This design comes from an exercise in tuning for small area and a short achievable clock period on the open sky130 flow, not from production work.
Only simulation tests tie the RTL to the original design; equivalence was not proved.

==> flow/design.v <==
module dec_unit (
    input  wire         clk,
    input  wire         rst,       
    input  wire         trig,      
    input  wire [1:0]   op,        
    input  wire [127:0] a,
    input  wire [127:0] b,
    output reg  [127:0] r,         
    output wire         done,      
    output reg          cpl,       
    output reg          dov,       
    output reg          exc,       
    output wire [15:0]  detail     
);
    reg [127:0] a_q, b_q;          
    wire [127:0] at = a_q ^ {{32{1'b1}}, 32'd0, {32{1'b1}}, 32'd0};
    wire [127:0] bt = b_q ^ {{32{1'b1}}, 32'd0, {32{1'b1}}, 32'd0};
    reg         chk_q;
    reg [4:0]   cnt;               
    reg         done_q;            
    reg         pre_q;             
    reg         wrn_q;             
    reg         sh_q, lg_q;        
    reg         es_q;              
    reg         na_q;              
    reg         c_q;               
    reg         g_q;               
    reg         z_q;               
    reg         fa_q;              
    reg         inv_q;             
    reg         bop_q;             
    reg [4:0]   bidx_q;            
    assign done   = done_q;
    assign detail = {4'd0, bidx_q, bop_q, 1'b1, 5'd0};
    wire first  = (cnt == 5'd1);
    wire over15 = |(at[127:64] | bt[127:64]);
    wire over23 = |(at[127:96] | bt[127:96]);
    wire p1     = first | (sh_q ? (cnt == 5'd2)
                                : ((cnt[4:2] == 3'd0) & (cnt[1:0] != 2'd0)) | (cnt == 5'd4));
    wire p2     = es_q & ~g_q & (sh_q ? ((cnt == 5'd3) | (cnt == 5'd4))
                                      : ((cnt[4:2] == 3'd1) & (cnt[1:0] != 2'd0)) | (cnt == 5'd8));
    wire half   = first ? ~over15 : (sh_q | (cnt > 5'd8));
    wire fseg   = first | (cnt[0] & (sh_q | cnt[3] | cnt[4] | ~cnt[1]));
    wire nin    = es_q & (p1 | p2);            
    reg [31:0] sl;
    reg [7:0]  bad_a, bad_b, nz;
    reg        c;
    reg [3:0]  x, y, o;
    reg [4:0]  t;
    reg        co, c0, c1;
    integer i;
    always @* begin
        c = first ? es_q : (fseg ? 1'b0 : c_q);
        for (i = 0; i < 8; i = i + 1) begin
            x = at[4*i +: 4];
            y = bt[4*i +: 4];
            if (nin) y = {~(y[3] | y[2] | y[1]), y[2] ^ y[1], y[1], ~y[0]};
            t  = {1'b0, x} + {1'b0, y};
            c0 = t[4] | (t[3] & (t[2] | t[1]));           
            c1 = t[4] | (t[3] & (t[2] | t[1] | t[0]));    
            co = c ? c1 : c0;
            o  = t[3:0] + {1'b0, co, co, c};
            if (p2) o = {~(o[3] | o[2] | o[1]), o[2] ^ o[1], o[1], ~o[0]};
            sl[4*i +: 4] = o;
            bad_a[i] = at[4*i+3] & (at[4*i+2] | at[4*i+1]);
            bad_b[i] = bt[4*i+3] & (bt[4*i+2] | bt[4*i+1]);
            nz[i]    = |o;
            if (i == 0 && fseg) begin
                sl[3:0]  = first ? bt[3:0] : at[3:0];      
                bad_a[0] = ~chk_q & (at[3:0] < 4'hA);
                bad_b[0] = bt[3:0] < 4'hA;
                nz[0]    = 1'b0;
            end else
                c = co;
        end
    end
    function [2:0] low8(input [7:0] v);
        integer j;
        begin
            low8 = 3'd0;
            for (j = 7; j >= 0; j = j - 1)
                if (v[j]) low8 = j[2:0];
        end
    endfunction
    wire [1:0] seg = cnt[1:0] - 2'd1;
    wire       neg_r   = es_q ? (g_q ? (na_q & ~z_q) : ~na_q)
                              : (na_q & ~(z_q & ~g_q));
    wire [3:0] sign_r  = chk_q ? at[3:0] : {3'b110, neg_r};
    wire       cdig    = sh_q & ~es_q & g_q;      
    wire       invalid = inv_q;
    wire       a_bad   = |bad_a;
    wire       b_bad   = |bad_b;
    wire       near    = lg_q ? (cnt == 5'd16) :
                         sh_q ? (cnt == 5'd4) : (cnt == 5'd10);
    wire       fin     = pre_q & ~trig;
    wire       r_wr    = ~(rst | wrn_q | trig);
    wire       r_hold  = ~rst & (wrn_q | trig);
    wire ld_a  = trig & ~op[1];
    wire t_h   = ~trig & half;                 
    wire t_f   = ~trig & ~half;                
    wire na_ld = (a[3:0] == 4'hB) || (a[3:0] == 4'hD);
    wire nb_ld = (b[3:0] == 4'hB) || (b[3:0] == 4'hD);
    always @(posedge clk) begin
        if (trig) begin
            chk_q <= op[1];
            na_q  <= na_ld;
            es_q  <= ~op[1] & (na_ld ^ nb_ld ^ op[0]);
        end
        a_q[31:0]   <=   (a[31:0]   & {32{ld_a}}) | (at[63:32] & {32{~trig}});
        a_q[63:32]  <= ~((a[63:32]  & {32{ld_a}}) | (sl & {32{t_h}}) | (at[95:64] & {32{t_f}}));
        a_q[95:64]  <=   (a[95:64]  & {32{ld_a}}) | (at[127:96] & {32{~trig}});
        a_q[127:96] <= ~((a[127:96] & {32{ld_a}}) | (at[95:64] & {32{t_h}}) | (sl & {32{t_f}}));
        b_q <= ((b & {128{trig}}) | ({32'd0, bt[127:32]} & {128{~trig}}))
             ^ {{32{1'b1}}, 32'd0, {32{1'b1}}, 32'd0};
        if (first) begin
            sh_q <= ~over15;
            lg_q <= over23;
        end
        c_q <= c;
        if (p1) begin
            g_q  <= c;
            z_q  <= ~(|nz) & (first | z_q);
            fa_q <= a_bad | (fa_q & ~first);
            inv_q <= a_bad | b_bad | (inv_q & ~first);
            if (a_bad & (~fa_q | first)) begin
                bop_q  <= 1'b0;
                bidx_q <= {seg, low8(bad_a)};
            end else if (b_bad & (~inv_q | first)) begin
                bop_q  <= 1'b1;
                bidx_q <= {seg, low8(bad_b)};
            end
        end
        cnt    <= trig ? 5'd1 : cnt + 5'd1;
        dov    <= ~invalid & ~es_q & g_q & lg_q;
        exc    <= invalid;
        pre_q <= ~rst & ~trig & ~done_q & near;
        wrn_q <= ~(~rst & ~trig & ~done_q & near & ~inv_q);  
        r <= ({at[127:65], at[64] | cdig, at[63:4], sign_r} & {128{r_wr}})
           | (r & {128{r_hold}});
        if (rst) begin
            done_q <= 1'b1;
            cpl    <= 1'b0;
        end else begin
            done_q <= ~trig & (done_q | pre_q);
            cpl    <= fin;
        end
    end
endmodule
export LEC_CHECK = 0
export CAP_MARGIN = 20
export CORE_MARGIN = 2
export CORE_UTILIZATION = 65
export SLEW_MARGIN = 60
create_clock -name core_clock -period 70.0 [get_ports {clk}]
standard.sh (not shown) runs the stock make flow with config.mk's settings and CLKGATE_MAP_FILE= SYNTH_SCRIPT=/design/flow/synth_recipe.tcl, a recipe that flattens the netlist after the stock synthesis.
==> flow/flow/run.sh <==
#!/bin/bash
# Standard ORFS layout, with the port buffers made from the smallest buffer
# cell (every input and output port still gets its own buffer), a two-level
# buffer tree for the trigger input's high-fanout nets before repair_design,
# and a clock tree of larger sink clusters from small buffers, without dummy
# loads.
set -euo pipefail
export BUFFER_PORTS_ARGS="-buffer_cell sky130_fd_sc_hd__buf_1"
export PRE_RESIZE_TCL="$PWD/flow/pre_resize.tcl"
export CTS_ARGS="-sink_clustering_enable -repair_clock_nets -dont_use_dummy_load -sink_clustering_size 14 -sink_clustering_max_diameter 90 -buf_list {sky130_fd_sc_hd__clkbuf_4 sky130_fd_sc_hd__clkbuf_8}"
bash standard.sh > standard.log 2>&1
==> flow/flow/pre_resize.tcl <==
# Rebuild the buffering of the high-fanout nets in the trig input's cone: drop the
# buffers placement put on them, then split each net into groups of nearby
# loads, each driven by its own buffer at the group's centre, so that they
# get a shallow two-level tree instead of a chain. repair_design runs after.
set ::group_size 24
set ::buf_cell sky130_fd_sc_hd__buf_4
set ::dbu [[ord::get_db_tech] getDbUnitsPerMicron]

proc out_net {inst} {
  foreach it [$inst getITerms] { if {[$it isOutputSignal]} { return [$it getNet] } }
  return ""
}

# The placement buffers that hang off db net n.
proc place_bufs {n} {
  set bufs {}
  foreach it [$n getITerms] {
    if {[$it isOutputSignal]} { continue }
    set inst [$it getInst]
    if {[string match "sky130_fd_sc_hd__buf_*" [[$inst getMaster] getName]] && [string match "place*" [$inst getName]]} {
      lappend bufs [$inst getName]
    }
  }
  return $bufs
}

proc split_net {n} {
  global group_size buf_cell dbu
  set loads {}
  foreach it [$n getITerms] {
    if {[$it isOutputSignal]} { continue }
    set box [[$it getInst] getBBox]
    set pin [get_pins "[[$it getInst] getName]/[[$it getMTerm] getName]"]
    lappend loads [list [expr {([$box xMin] + [$box xMax]) / 2}] [expr {([$box yMin] + [$box yMax]) / 2}] $pin]
  }
  set cnt [llength $loads]
  if {$cnt <= $group_size} { return }
  set k [expr {int(ceil(double($cnt) / $group_size))}]
  set cols [expr {int(ceil(sqrt($k)))}]
  set per_col [expr {int(ceil(double($cnt) / $cols))}]
  set byx [lsort -integer -index 0 $loads]
  set made 0
  for {set c 0} {$c < $cols} {incr c} {
    set col [lrange $byx [expr {$c * $per_col}] [expr {($c + 1) * $per_col - 1}]]
    if {[llength $col] == 0} { continue }
    set rows [expr {int(ceil(double([llength $col]) / $group_size))}]
    set per_row [expr {int(ceil(double([llength $col]) / $rows))}]
    set byy [lsort -integer -index 1 $col]
    for {set r 0} {$r < $rows} {incr r} {
      set grp [lrange $byy [expr {$r * $per_row}] [expr {($r + 1) * $per_row - 1}]]
      if {[llength $grp] == 0} { continue }
      set sx 0; set sy 0; set pins {}
      foreach l $grp { incr sx [lindex $l 0]; incr sy [lindex $l 1]; lappend pins [lindex $l 2] }
      set cx [expr {double($sx) / [llength $grp] / $dbu}]
      set cy [expr {double($sy) / [llength $grp] / $dbu}]
      insert_buffer -buffer_cell $buf_cell -net [get_nets [$n getName]] -load_pins $pins -location [list $cx $cy]
      incr made
    }
  }
  puts "trig tree: [$n getName] $cnt loads -> $made buffers"
}

set inbuf ""
foreach it [[[[ord::get_db_block] findBTerm trig] getNet] getITerms] { set inbuf [$it getInst] }

# The nets in the fanout cone of trig, through up to four gates.
proc cone_nets {inbuf} {
  set tn [out_net $inbuf]
  set nets [list $tn]
  set front [list $tn]
  set seen [dict create [$tn getName] 1]
  for {set depth 0} {$depth < 4} {incr depth} {
    set next {}
    foreach n $front {
      foreach it [$n getITerms] {
        if {[$it isOutputSignal]} { continue }
        set inst [$it getInst]
        if {[string match "*df*" [[$inst getMaster] getName]]} { continue }
        set on [out_net $inst]
        if {$on eq "" || [dict exists $seen [$on getName]]} { continue }
        dict set seen [$on getName] 1
        lappend nets $on
        lappend next $on
      }
    }
    set front $next
  }
  return $nets
}

# Drop the placement buffers in the cone, walking it afresh after each net.
while 1 {
  set bufs {}
  foreach n [cone_nets $inbuf] {
    set bufs [place_bufs $n]
    if {[llength $bufs]} { break }
  }
  if {[llength $bufs] == 0} { break }
  remove_buffers [get_cells [lindex $bufs 0]]
}
foreach n [cone_nets $inbuf] {
  if {[llength [$n getITerms]] > $::group_size + 1} { split_net $n }
}
==> next run, changes <==
--- a/flow/flow/pre_resize.tcl
+++ b/flow/flow/pre_resize.tcl
@@ -3,6 +3,6 @@
 # loads, each driven by its own buffer at the group's centre, so that they
 # get a shallow two-level tree instead of a chain. repair_design runs after.
-set ::group_size 24
-set ::buf_cell sky130_fd_sc_hd__buf_4
+set ::group_size 32
+set ::buf_cell sky130_fd_sc_hd__buf_6
 set ::dbu [[ord::get_db_tech] getDbUnitsPerMicron]
 
--- a/flow/config.mk
+++ b/flow/config.mk
@@ -8,4 +8,4 @@
 export CAP_MARGIN = 20
 export CORE_MARGIN = 2
-export CORE_UTILIZATION = 65
+export CORE_UTILIZATION = 70
 export SLEW_MARGIN = 60
After rerunning: Die area goes down by 7.0%; setup slack improved by 170 ps; final area is about the same.

## afterwards: timing with drivers on the ports
No port has a modelled driver above. Below, the same layouts with a new extraction and two added sets of constraints. Step 1 assumes that a clkbuf_16 drives the clock port and a buf_2 every other input. Step 2, shift: input delay + t, output delay - t, t = (earliest + latest rising clock arrival at the registers) / 2. This alone moves slack from input paths to output paths. Slacks: ideal ports / drivers / drivers and shift; pairs: ideal ports / drivers.
| run | t, ns | slack for setup (ns) | worst setup path at the end | worst data-port slew with drivers (ns) |
|---|---|---|---|---|
| the first run | 0.576 | 54.524 / 54.532 / 53.956 | input to register | 0.08 |
| the second run | 0.587 | 54.690 / 54.706 / 54.120 | input to register | 0.08 |
After both steps setup and hold are still met in every run listed. For the second run, which loses most, drivers alone change the setup slack by +0.016 ns; drivers and shift together by -0.570 ns.
